Background: an optimization exercise with open tools, aiming at small area. Do not read the settings as production practice. Function was checked by simulation only, so behaviour that the tests miss may differ from the original.

==> inputs of run a <==
// shunt_correlator
module shunt_correlator (
    input  wire               clk,
    input  wire               rst,          
    input  wire               start,        
    input  wire        [3:0]  bin,          
    input  wire        [23:0] lead,         
    input  wire        [23:0] half,         
    input  wire               s_valid,
    input  wire signed [31:0] s_data,       
    output reg                done,
    output wire signed [63:0] a_i,
    output wire signed [63:0] a_q,
    output wire signed [63:0] b_i,
    output wire signed [63:0] b_q
);
clock: 100.0 ns
lec_check: 0
abc_area: 1
cap_margin: 20
core_margin: 2
core_utilization: 40
place_density: 0.6
slew_margin: 20
synth_memory_max_bits: 32768
standard.sh (not shown) runs the stock make flow with config.mk's settings and CLKGATE_MAP_FILE= SYNTH_SCRIPT=/design/flow/synth_recipe.tcl, a recipe that flattens the netlist after the stock synthesis.
==> flow/flow/run.sh <==
#!/bin/bash
# Standard ORFS layout (the standard.sh, standard synthesis unchanged), with
# two placement/CTS choices changed:
#  - every input and output port still gets its own buffer, but a small
#    sky130_fd_sc_hd__buf_1 instead of the default delay-buffer cell;
#  - CTS does not add dummy loads.
# Each tool's full output goes to a log file in this folder.
set -euo pipefail
export BUFFER_PORTS_ARGS="-buffer_cell sky130_fd_sc_hd__buf_1"
export CTS_ARGS="-sink_clustering_enable -repair_clock_nets -dont_use_dummy_load"
bash standard.sh synth > synth.log 2>&1
bash standard.sh floorplan > floorplan.log 2>&1
bash standard.sh place > place.log 2>&1
bash standard.sh cts > cts.log 2>&1
bash standard.sh finish > finish.log 2>&1
==> inputs of run b, as changes to run a <==
--- a/flow/design.v
+++ b/flow/design.v
@@ -9,30 +9,31 @@
     input  wire signed [31:0] s_data,       
     output reg                done,
     output wire signed [63:0] a_i,
     output wire signed [63:0] a_q,
     output wire signed [63:0] b_i,
     output wire signed [63:0] b_q
 );
     localparam integer AW = 61;    
+    reg [AW-1:0] ci, cq, ai, aq;   
     localparam [1:0] R_LEAD = 2'd0, R_A = 2'd1, R_B = 2'd2;
     reg        running;
     reg [1:0]  rg;          
     reg [23:0] cnt;         
-    reg [23:0] half_r;
     reg [3:0]  k;
     reg [3:0]  step;        
     reg        m_acc, m_first, m_bfirst, m_last;
     wire take = running && s_valid && !start;
     wire cnt_z   = (cnt == 24'd0);
     wire adv     = cnt_z && (rg != R_B);
+    wire adv_t   = adv && take;
     wire [1:0]  rg_n  = adv ? rg + 2'd1 : rg;
     wire [23:0] cnt_n;
-    rca #(24) dec_c (.a(adv ? half_r : cnt), .b(24'hffffff), .ci(1'b0), .s(cnt_n), .co());
+    decr #(24) dec_c (.a(adv_t ? ai[23:0] : cnt), .en(take), .s(cnt_n));
     wire        last  = (rg_n == R_B) && (cnt_n == 24'd0);
     always @(posedge clk) begin
         if (rst) begin
             running <= 1'b0;
             step    <= 4'd0;
         end else if (start) begin
             running <= 1'b1;
             step    <= 4'd0;
@@ -41,49 +42,45 @@
                 step <= 4'd1;
                 if (last) running <= 1'b0;
             end else if (step != 4'd0) begin
                 step <= (step == 4'd8) ? 4'd0 : step + 4'd1;
             end
         end
     end
     always @(posedge clk) begin
+        cnt <= start ? lead : cnt_n;
         if (start) begin
             k      <= bin;
-            half_r <= half;
-            cnt    <= lead;
             rg     <= R_LEAD;
         end else if (take) begin
             rg       <= rg_n;
-            cnt      <= cnt_n;
             m_acc    <= (rg_n != R_LEAD);
             m_first  <= adv;
             m_bfirst <= adv && (rg == R_A);
             m_last   <= last;
         end
     end
     reg [11:0] j;           
-    reg [16:0] u;           
+    reg [16:0] w;           
     reg [2:0]  wcnt;        
     reg [2:0]  sj;
     reg [16:0] su;
     always @(*) begin
         case (k)
             4'd13: begin sj = 3'd1; su = 17'd52947; end
             4'd14: begin sj = 3'd3; su = 17'd27769; end
             4'd15: begin sj = 3'd6; su = 17'd55538; end
             default: begin sj = 3'd0; su = 17'd16 << k; end
         endcase
     end
-    wire [16:0] u_s, u_w;
-    wire        u_c, u_wc;
-    rca #(17) add_u (.a(u), .b(su), .ci(1'b0), .s(u_s), .co(u_c));
-    rca #(17) sub_u (.a(u_s), .b(17'd52947), .ci(1'b0), .s(u_w), .co(u_wc));
-    wire        wrap  = u_c | u_wc;
-    wire [16:0] u_n   = wrap ? u_w : u_s;
+    wire [16:0] w_s, w_n;
+    wire        wrap;
+    rca #(17) add_w (.a(w), .b(su & {17{take}}), .ci(1'b0), .s(w_s), .co(wrap));
+    rca #(17) off_w (.a(w_s), .b(17'd52947 & {17{wrap}}), .ci(1'b0), .s(w_n), .co());
     wire [9:0]  r    = j[9:0];
     wire [1:0]  q    = j[11:10];
     wire [8:0]  dadr = r[9] ? ~r[8:0] : r[8:0];
     reg  [11:0] dt;
     always @(*) begin
         case (dadr)
             9'd0: dt = {6'd50, 6'd0};
             9'd1: dt = {6'd51, 6'd0};
@@ -598,76 +595,76 @@
             9'd510: dt = {6'd35, 6'd36};
             9'd511: dt = {6'd36, 6'd35};
             default: dt = 12'd0;
         endcase
     end
     wire        swp    = r[9] ^ q[0];
     wire [5:0]  ds_mag = swp ? dt[5:0] : dt[11:6];
     wire [5:0]  dc_mag = swp ? dt[11:6] : dt[5:0];
+    wire        walk   = (wcnt != 3'd0) && !take;
     wire        ds_neg = q[1] ^ q[0];
     wire        dc_neg = !q[1];
     reg  signed [15:0] sw, cw;    
-    wire [15:0] sw_n, cw_n, j_n;
-    rca #(16) add_s (.a(sw), .b({{10{ds_neg}}, ds_mag ^ {6{ds_neg}}}), .ci(ds_neg), .s(sw_n), .co());
-    rca #(16) add_c (.a(cw), .b({{10{dc_neg}}, dc_mag ^ {6{dc_neg}}}), .ci(dc_neg), .s(cw_n), .co());
+    wire [5:0]  ds_g = ds_mag & {6{walk}};
+    wire [5:0]  dc_g = dc_mag & {6{walk}};
+    wire [15:0] sw_n, cw_n;
+    wire [11:0] j_n;
+    incr #(12) inc_j (.a(j), .en(walk), .s(j_n));
+    rca #(16) add_s (.a(sw), .b({{10{ds_neg}}, ds_g ^ {6{ds_neg}}}), .ci(ds_neg), .s(sw_n), .co());
+    rca #(16) add_c (.a(cw), .b({{10{dc_neg}}, dc_g ^ {6{dc_neg}}}), .ci(dc_neg), .s(cw_n), .co());
     always @(posedge clk) begin
-        if (start) begin
-            j    <= 12'd0;
-            u    <= 17'd0;
+        j  <= start ? 12'd0 : j_n;
+        w  <= start ? 17'd52947 : w_n;
+        sw <= start ? 16'sd0 : sw_n;
+        cw <= start ? 16'sd32767 : cw_n;
+        if (start)
             wcnt <= 3'd0;
-            sw   <= 16'sd0;
-            cw   <= 16'sd32767;
-        end else if (take) begin
-            u    <= u_n;
+        else if (take)
             wcnt <= sj + {2'b00, wrap};
-        end else if (wcnt != 3'd0) begin
-            j    <= j + 12'd1;
-            sw   <= sw_n;
-            cw   <= cw_n;
+        else if (walk)
             wcnt <= wcnt - 3'd1;
-        end
     end
     reg  [35:0] xs;         
     reg  [16:0] cs, ss;     
     always @(posedge clk) begin
         if (take) begin
             xs <= {{4{s_data[31]}}, s_data};
             cs <= {cw, 1'b0};
             ss <= {sw, 1'b0};
         end else begin
             xs <= {xs[33:0], 2'b00};
             cs <= {2'b00, cs[16:2]};
             ss <= {2'b00, ss[16:2]};
         end
     end
-    function automatic [AW:0] pp_of(input [2:0] d, input fneg, input [35:0] x);
+    function automatic [AW:0] pp_of(input [2:0] d, input fneg, input act, input [35:0] x);
         reg one, two, neg;
         reg [36:0] mag;
         begin
-            one = d[0] ^ d[1];
-            two = (d == 3'b011) || (d == 3'b100);
+            one = (d[0] ^ d[1]) && act;
+            two = ((d == 3'b011) || (d == 3'b100)) && act;
             neg = (d[2] ^ fneg) && (one || two);
             mag = two ? {x, 1'b0} : (one ? {x[35], x} : 37'd0);
             pp_of = {{(AW-37){mag[36] ^ neg}}, mag ^ {37{neg}}, neg};
         end
     endfunction
-    wire [AW:0] pp_i = pp_of(cs[2:0], 1'b0, xs);
-    wire [AW:0] pp_q = pp_of(ss[2:0], 1'b1, xs);     
-    reg [AW-1:0] ci, cq, ai, aq;
+    wire        act  = (step != 4'd0) && m_acc;
+    wire [AW:0] pp_i = pp_of(cs[2:0], 1'b0, act, xs);
+    wire [AW:0] pp_q = pp_of(ss[2:0], 1'b1, act, xs);     
     wire         gate = m_first && (step == 4'd1);
     wire [AW-1:0] sum_i, sum_q;
     rca #(AW) add_i (.a(gate ? {AW{1'b0}} : ci), .b(pp_i[AW:1]), .ci(pp_i[0]), .s(sum_i), .co());
     rca #(AW) add_q (.a(gate ? {AW{1'b0}} : cq), .b(pp_q[AW:1]), .ci(pp_q[0]), .s(sum_q), .co());
     always @(posedge clk) begin
-        if (step != 4'd0 && m_acc) begin
-            ci <= sum_i;
-            cq <= sum_q;
-        end
-        if (m_bfirst && step == 4'd1) begin
+        ci <= sum_i;
+        cq <= sum_q;
+        if (start) begin
+            ai[23:0] <= half;
+        end else if (m_bfirst && step == 4'd1) begin
             ai <= ci;
             aq <= cq;
         end
     end
     always @(posedge clk) begin
         if (rst) done <= 1'b0;
         else     done <= (step == 4'd8) && m_last && !start;
     end
@@ -689,8 +686,38 @@
     generate
         for (i = 0; i < W; i = i + 1) begin : g
             assign s[i]   = a[i] ^ b[i] ^ c[i];
             assign c[i+1] = (a[i] & b[i]) | (c[i] & (a[i] ^ b[i]));
         end
     endgenerate
     assign co = c[W];
 endmodule
+module incr #(parameter integer W = 8) (
+    input  wire [W-1:0] a,
+    input  wire         en,
+    output wire [W-1:0] s
+);
+    wire [W:0] c;
+    assign c[0] = en;
+    genvar i;
+    generate
+        for (i = 0; i < W; i = i + 1) begin : g
+            assign s[i]   = a[i] ^ c[i];
+            assign c[i+1] = a[i] & c[i];
+        end
+    endgenerate
+endmodule
+module decr #(parameter integer W = 8) (
+    input  wire [W-1:0] a,
+    input  wire         en,
+    output wire [W-1:0] s
+);
+    wire [W:0] b;
+    assign b[0] = en;
+    genvar i;
+    generate
+        for (i = 0; i < W; i = i + 1) begin : g
+            assign s[i]   = a[i] ^ b[i];
+            assign b[i+1] = !a[i] & b[i];
+        end
+    endgenerate
+endmodule
==> flow/flow/run.sh (replaced) <==
#!/bin/bash
# Standard ORFS layout (the standard.sh, standard synthesis unchanged), with
# placement and CTS choices changed:
#  - every input and output port still gets its own buffer, but a small
#    sky130_fd_sc_hd__buf_1 instead of the default delay-buffer cell;
#  - CTS uses fewer clock buffers, without dummy loads.
# Each tool's full output goes to a log file in this folder.
set -euo pipefail
export BUFFER_PORTS_ARGS="-buffer_cell sky130_fd_sc_hd__buf_1"
export CTS_ARGS="-sink_clustering_enable -repair_clock_nets -dont_use_dummy_load -buf_list sky130_fd_sc_hd__clkbuf_8 -sink_clustering_size 20 -sink_clustering_max_diameter 45"
bash standard.sh synth > synth.log 2>&1
bash standard.sh floorplan > floorplan.log 2>&1
bash standard.sh place > place.log 2>&1
bash standard.sh cts > cts.log 2>&1
bash standard.sh finish > finish.log 2>&1
==> flow/config.mk (replaced) <==
export PLATFORM = sky130hd
export DESIGN_NAME = shunt_correlator
export DESIGN_NICKNAME = shunt_correlator
export VERILOG_FILES = /design/flow/design.v
export SDC_FILE = /design/flow/constraint.sdc
export NUM_CORES = 4
export LEC_CHECK = 0
export ABC_AREA = 1
export CAP_MARGIN = 20
export CORE_MARGIN = 2
export CORE_UTILIZATION = 65
export PLACE_DENSITY = 0.75
export SLEW_MARGIN = 20
export SYNTH_MEMORY_MAX_BITS = 32768
==> inputs of run c, as changes to run a <==
--- a/flow/design.v
+++ b/flow/design.v
@@ -9,30 +9,31 @@
     input  wire signed [31:0] s_data,       
     output reg                done,
     output wire signed [63:0] a_i,
     output wire signed [63:0] a_q,
     output wire signed [63:0] b_i,
     output wire signed [63:0] b_q
 );
     localparam integer AW = 61;    
+    reg [AW-1:0] ci, cq, ai, aq;   
     localparam [1:0] R_LEAD = 2'd0, R_A = 2'd1, R_B = 2'd2;
     reg        running;
     reg [1:0]  rg;          
     reg [23:0] cnt;         
-    reg [23:0] half_r;
     reg [3:0]  k;
     reg [3:0]  step;        
     reg        m_acc, m_first, m_bfirst, m_last;
     wire take = running && s_valid && !start;
     wire cnt_z   = (cnt == 24'd0);
     wire adv     = cnt_z && (rg != R_B);
+    wire adv_t   = adv && take;
     wire [1:0]  rg_n  = adv ? rg + 2'd1 : rg;
     wire [23:0] cnt_n;
-    rca #(24) dec_c (.a(adv ? half_r : cnt), .b(24'hffffff), .ci(1'b0), .s(cnt_n), .co());
+    decr #(24) dec_c (.a(adv_t ? ai[23:0] : cnt), .en(take), .s(cnt_n));
     wire        last  = (rg_n == R_B) && (cnt_n == 24'd0);
     always @(posedge clk) begin
         if (rst) begin
             running <= 1'b0;
             step    <= 4'd0;
         end else if (start) begin
             running <= 1'b1;
             step    <= 4'd0;
@@ -41,49 +42,45 @@
                 step <= 4'd1;
                 if (last) running <= 1'b0;
             end else if (step != 4'd0) begin
                 step <= (step == 4'd8) ? 4'd0 : step + 4'd1;
             end
         end
     end
     always @(posedge clk) begin
+        cnt <= start ? lead : cnt_n;
         if (start) begin
             k      <= bin;
-            half_r <= half;
-            cnt    <= lead;
             rg     <= R_LEAD;
         end else if (take) begin
             rg       <= rg_n;
-            cnt      <= cnt_n;
             m_acc    <= (rg_n != R_LEAD);
             m_first  <= adv;
             m_bfirst <= adv && (rg == R_A);
             m_last   <= last;
         end
     end
     reg [11:0] j;           
-    reg [16:0] u;           
+    reg [16:0] w;           
     reg [2:0]  wcnt;        
     reg [2:0]  sj;
     reg [16:0] su;
     always @(*) begin
         case (k)
             4'd13: begin sj = 3'd1; su = 17'd52947; end
             4'd14: begin sj = 3'd3; su = 17'd27769; end
             4'd15: begin sj = 3'd6; su = 17'd55538; end
             default: begin sj = 3'd0; su = 17'd16 << k; end
         endcase
     end
-    wire [16:0] u_s, u_w;
-    wire        u_c, u_wc;
-    rca #(17) add_u (.a(u), .b(su), .ci(1'b0), .s(u_s), .co(u_c));
-    rca #(17) sub_u (.a(u_s), .b(17'd52947), .ci(1'b0), .s(u_w), .co(u_wc));
-    wire        wrap  = u_c | u_wc;
-    wire [16:0] u_n   = wrap ? u_w : u_s;
+    wire [16:0] w_s, w_n;
+    wire        wrap;
+    rca #(17) add_w (.a(w), .b(su & {17{take}}), .ci(1'b0), .s(w_s), .co(wrap));
+    rca #(17) off_w (.a(w_s), .b(17'd52947 & {17{wrap}}), .ci(1'b0), .s(w_n), .co());
     wire [9:0]  r    = j[9:0];
     wire [1:0]  q    = j[11:10];
     wire [8:0]  dadr = r[9] ? ~r[8:0] : r[8:0];
     reg  [11:0] dt;
     always @(*) begin
         case (dadr)
             9'd0: dt = {6'd50, 6'd0};
             9'd1: dt = {6'd51, 6'd0};
@@ -598,76 +595,76 @@
             9'd510: dt = {6'd35, 6'd36};
             9'd511: dt = {6'd36, 6'd35};
             default: dt = 12'd0;
         endcase
     end
     wire        swp    = r[9] ^ q[0];
     wire [5:0]  ds_mag = swp ? dt[5:0] : dt[11:6];
     wire [5:0]  dc_mag = swp ? dt[11:6] : dt[5:0];
+    wire        walk   = (wcnt != 3'd0) && !take;
     wire        ds_neg = q[1] ^ q[0];
     wire        dc_neg = !q[1];
     reg  signed [15:0] sw, cw;    
-    wire [15:0] sw_n, cw_n, j_n;
-    rca #(16) add_s (.a(sw), .b({{10{ds_neg}}, ds_mag ^ {6{ds_neg}}}), .ci(ds_neg), .s(sw_n), .co());
-    rca #(16) add_c (.a(cw), .b({{10{dc_neg}}, dc_mag ^ {6{dc_neg}}}), .ci(dc_neg), .s(cw_n), .co());
+    wire [5:0]  ds_g = ds_mag & {6{walk}};
+    wire [5:0]  dc_g = dc_mag & {6{walk}};
+    wire [15:0] sw_n, cw_n;
+    wire [11:0] j_n;
+    incr #(12) inc_j (.a(j), .en(walk), .s(j_n));
+    rca #(16) add_s (.a(sw), .b({{10{ds_neg}}, ds_g ^ {6{ds_neg}}}), .ci(ds_neg), .s(sw_n), .co());
+    rca #(16) add_c (.a(cw), .b({{10{dc_neg}}, dc_g ^ {6{dc_neg}}}), .ci(dc_neg), .s(cw_n), .co());
     always @(posedge clk) begin
-        if (start) begin
-            j    <= 12'd0;
-            u    <= 17'd0;
+        j  <= start ? 12'd0 : j_n;
+        w  <= start ? 17'd52947 : w_n;
+        sw <= start ? 16'sd0 : sw_n;
+        cw <= start ? 16'sd32767 : cw_n;
+        if (start)
             wcnt <= 3'd0;
-            sw   <= 16'sd0;
-            cw   <= 16'sd32767;
-        end else if (take) begin
-            u    <= u_n;
+        else if (take)
             wcnt <= sj + {2'b00, wrap};
-        end else if (wcnt != 3'd0) begin
-            j    <= j + 12'd1;
-            sw   <= sw_n;
-            cw   <= cw_n;
+        else if (walk)
             wcnt <= wcnt - 3'd1;
-        end
     end
     reg  [35:0] xs;         
     reg  [16:0] cs, ss;     
     always @(posedge clk) begin
         if (take) begin
             xs <= {{4{s_data[31]}}, s_data};
             cs <= {cw, 1'b0};
             ss <= {sw, 1'b0};
         end else begin
             xs <= {xs[33:0], 2'b00};
             cs <= {2'b00, cs[16:2]};
             ss <= {2'b00, ss[16:2]};
         end
     end
-    function automatic [AW:0] pp_of(input [2:0] d, input fneg, input [35:0] x);
+    function automatic [AW:0] pp_of(input [2:0] d, input fneg, input act, input [35:0] x);
         reg one, two, neg;
         reg [36:0] mag;
         begin
-            one = d[0] ^ d[1];
-            two = (d == 3'b011) || (d == 3'b100);
+            one = (d[0] ^ d[1]) && act;
+            two = ((d == 3'b011) || (d == 3'b100)) && act;
             neg = (d[2] ^ fneg) && (one || two);
             mag = two ? {x, 1'b0} : (one ? {x[35], x} : 37'd0);
             pp_of = {{(AW-37){mag[36] ^ neg}}, mag ^ {37{neg}}, neg};
         end
     endfunction
-    wire [AW:0] pp_i = pp_of(cs[2:0], 1'b0, xs);
-    wire [AW:0] pp_q = pp_of(ss[2:0], 1'b1, xs);     
-    reg [AW-1:0] ci, cq, ai, aq;
+    wire        act  = (step != 4'd0) && m_acc;
+    wire [AW:0] pp_i = pp_of(cs[2:0], 1'b0, act, xs);
+    wire [AW:0] pp_q = pp_of(ss[2:0], 1'b1, act, xs);     
     wire         gate = m_first && (step == 4'd1);
     wire [AW-1:0] sum_i, sum_q;
     rca #(AW) add_i (.a(gate ? {AW{1'b0}} : ci), .b(pp_i[AW:1]), .ci(pp_i[0]), .s(sum_i), .co());
     rca #(AW) add_q (.a(gate ? {AW{1'b0}} : cq), .b(pp_q[AW:1]), .ci(pp_q[0]), .s(sum_q), .co());
     always @(posedge clk) begin
-        if (step != 4'd0 && m_acc) begin
-            ci <= sum_i;
-            cq <= sum_q;
-        end
-        if (m_bfirst && step == 4'd1) begin
+        ci <= sum_i;
+        cq <= sum_q;
+        if (start) begin
+            ai[23:0] <= half;
+        end else if (m_bfirst && step == 4'd1) begin
             ai <= ci;
             aq <= cq;
         end
     end
     always @(posedge clk) begin
         if (rst) done <= 1'b0;
         else     done <= (step == 4'd8) && m_last && !start;
     end
@@ -689,8 +686,38 @@
     generate
         for (i = 0; i < W; i = i + 1) begin : g
             assign s[i]   = a[i] ^ b[i] ^ c[i];
             assign c[i+1] = (a[i] & b[i]) | (c[i] & (a[i] ^ b[i]));
         end
     endgenerate
     assign co = c[W];
 endmodule
+module incr #(parameter integer W = 8) (
+    input  wire [W-1:0] a,
+    input  wire         en,
+    output wire [W-1:0] s
+);
+    wire [W:0] c;
+    assign c[0] = en;
+    genvar i;
+    generate
+        for (i = 0; i < W; i = i + 1) begin : g
+            assign s[i]   = a[i] ^ c[i];
+            assign c[i+1] = a[i] & c[i];
+        end
+    endgenerate
+endmodule
+module decr #(parameter integer W = 8) (
+    input  wire [W-1:0] a,
+    input  wire         en,
+    output wire [W-1:0] s
+);
+    wire [W:0] b;
+    assign b[0] = en;
+    genvar i;
+    generate
+        for (i = 0; i < W; i = i + 1) begin : g
+            assign s[i]   = a[i] ^ b[i];
+            assign b[i+1] = !a[i] & b[i];
+        end
+    endgenerate
+endmodule
==> flow/flow/run.sh (replaced) <==
#!/bin/bash
# Standard ORFS layout (the standard.sh, standard synthesis unchanged), with
# placement and CTS choices changed:
#  - every input and output port still gets its own buffer, but a small
#    sky130_fd_sc_hd__buf_1 instead of the default delay-buffer cell;
#  - CTS uses smaller clock buffers, without dummy loads.
# Each tool's full output goes to a log file in this folder.
set -euo pipefail
export BUFFER_PORTS_ARGS="-buffer_cell sky130_fd_sc_hd__buf_1"
export CTS_ARGS="-sink_clustering_enable -repair_clock_nets -dont_use_dummy_load -buf_list "sky130_fd_sc_hd__clkbuf_4 sky130_fd_sc_hd__clkbuf_8""
bash standard.sh synth > synth.log 2>&1
bash standard.sh floorplan > floorplan.log 2>&1
bash standard.sh place > place.log 2>&1
bash standard.sh cts > cts.log 2>&1
bash standard.sh finish > finish.log 2>&1
==> impl_metrics.env <==
export IMPL_status="complete, no violations"
export IMPL_avgViaCountPerCell=5.61
export IMPL_internal_power_mw=0.318
export IMPL_path_max_fanout=75
export IMPL_yosysSeqAreaShare_pct=43.2
export IMPL_arrival_ns=32.25
export IMPL_use_met3_pct=4.22
export IMPL_finClkSkew_ns=0.0549
export IMPL_synthAdderAreaFrac_pct=19.3
export IMPL_slew_headroom_pct=26.8
export IMPL_dominant_cells="multi-input combinational cells"
export IMPL_synth_compound_area_share_pct=8.62
export IMPL_synth_edf_count=130
export IMPL_critPathLaunch="start"
export IMPL_finalNetCount=3111
export IMPL_r2r_start="step[0]"
export IMPL_cp_start_kind="primary input"
export IMPL_die_w_um=190
export IMPL_cts_buffers=40
export IMPL_netlist_instances=2496
export IMPL_switching_power_mw=0.200
-- figures above: run b

==> impl_metrics.env <==
export IMPL_dominant_cells="multi-input combinational cells"
export IMPL_cp_start_kind="primary input"
export IMPL_avgViaCountPerCell=4.96
export IMPL_finalNetCount=3183
export IMPL_synth_edf_count=130
export IMPL_internal_power_mw=0.332
export IMPL_synth_xor_area_share_pct=2.24
export IMPL_p_leak_nw=10.7
export IMPL_synth_compound_area_share_pct=8.62
export IMPL_critPathLaunch="start"
export IMPL_switching_power_mw=0.209
export IMPL_use_met3_pct=4.76
export IMPL_rr_worst_depth=77
export IMPL_ios=345
export IMPL_synthAdderAreaFrac_pct=19.3
export IMPL_slew_headroom_pct=24.8
export IMPL_arrival_ns=32.94
export IMPL_r2r_start="step[0]"
export IMPL_cts_root_buffer="clkbuf_4"
export IMPL_finClkSkew_ns=0.126
export IMPL_status="complete, no violations"
-- figures above: run c

==> impl_metrics.env <==
export IMPL_internal_power_mw=0.408
export IMPL_cts_buffers=48
export IMPL_synth_compound_area_share_pct=9.43
export IMPL_synth_simple_area_share_pct=13.4
export IMPL_status="complete, no violations"
export IMPL_critPathLaunch="cs[0]"
export IMPL_synthAdderAreaFrac_pct=17.2
export IMPL_netlist_instances=2413
export IMPL_slew_viol_final=0
export IMPL_finalNetCount=3033
export IMPL_cp_start_kind="flop"
export IMPL_arrival_ns=30.43
export IMPL_slew_headroom_pct=35.5
export IMPL_use_met3_pct=3.34
export IMPL_dominant_cells="registers"
export IMPL_r2r_start="cs[0]"
export IMPL_avgViaCountPerCell=5.08
export IMPL_die_w_um=250
export IMPL_switching_power_mw=0.224
export IMPL_place_gp_congestion=0.922
export IMPL_path_max_fanout=71
export IMPL_finClkSkew_ns=0.0613
-- figures above: run a

-- re-timing with driven ports --
Ports are ideal in the flow. The routed layouts listed here were re-timed in OpenROAD. Step 1 sets driving cells, clkbuf_16 on the clock port and buf_2 on the other inputs (assumed; they add their load-dependent delay and slew). Step 2 also shifts input and output timing later by t, the mid clock arrival at the registers, as if the neighbouring blocks saw the same clock. Slacks: no drivers / after step 1 / after step 2; pairs: no drivers / after step 1.
run | t (ns) | setup WS [ns] | cell pins on the clock port's net
run a | 0.617 | 69.892 / 69.892 / 69.892 | 1
run b | 0.631 | 68.208 / 68.215 / 67.584 | 1
run c | 0.853 | 67.698 / 67.732 / 66.879 | 1
After both steps every run listed still meets setup and hold. The setup slack of run c, which loses most, moves by +0.034 ns with the drivers and by -0.819 ns with both steps.
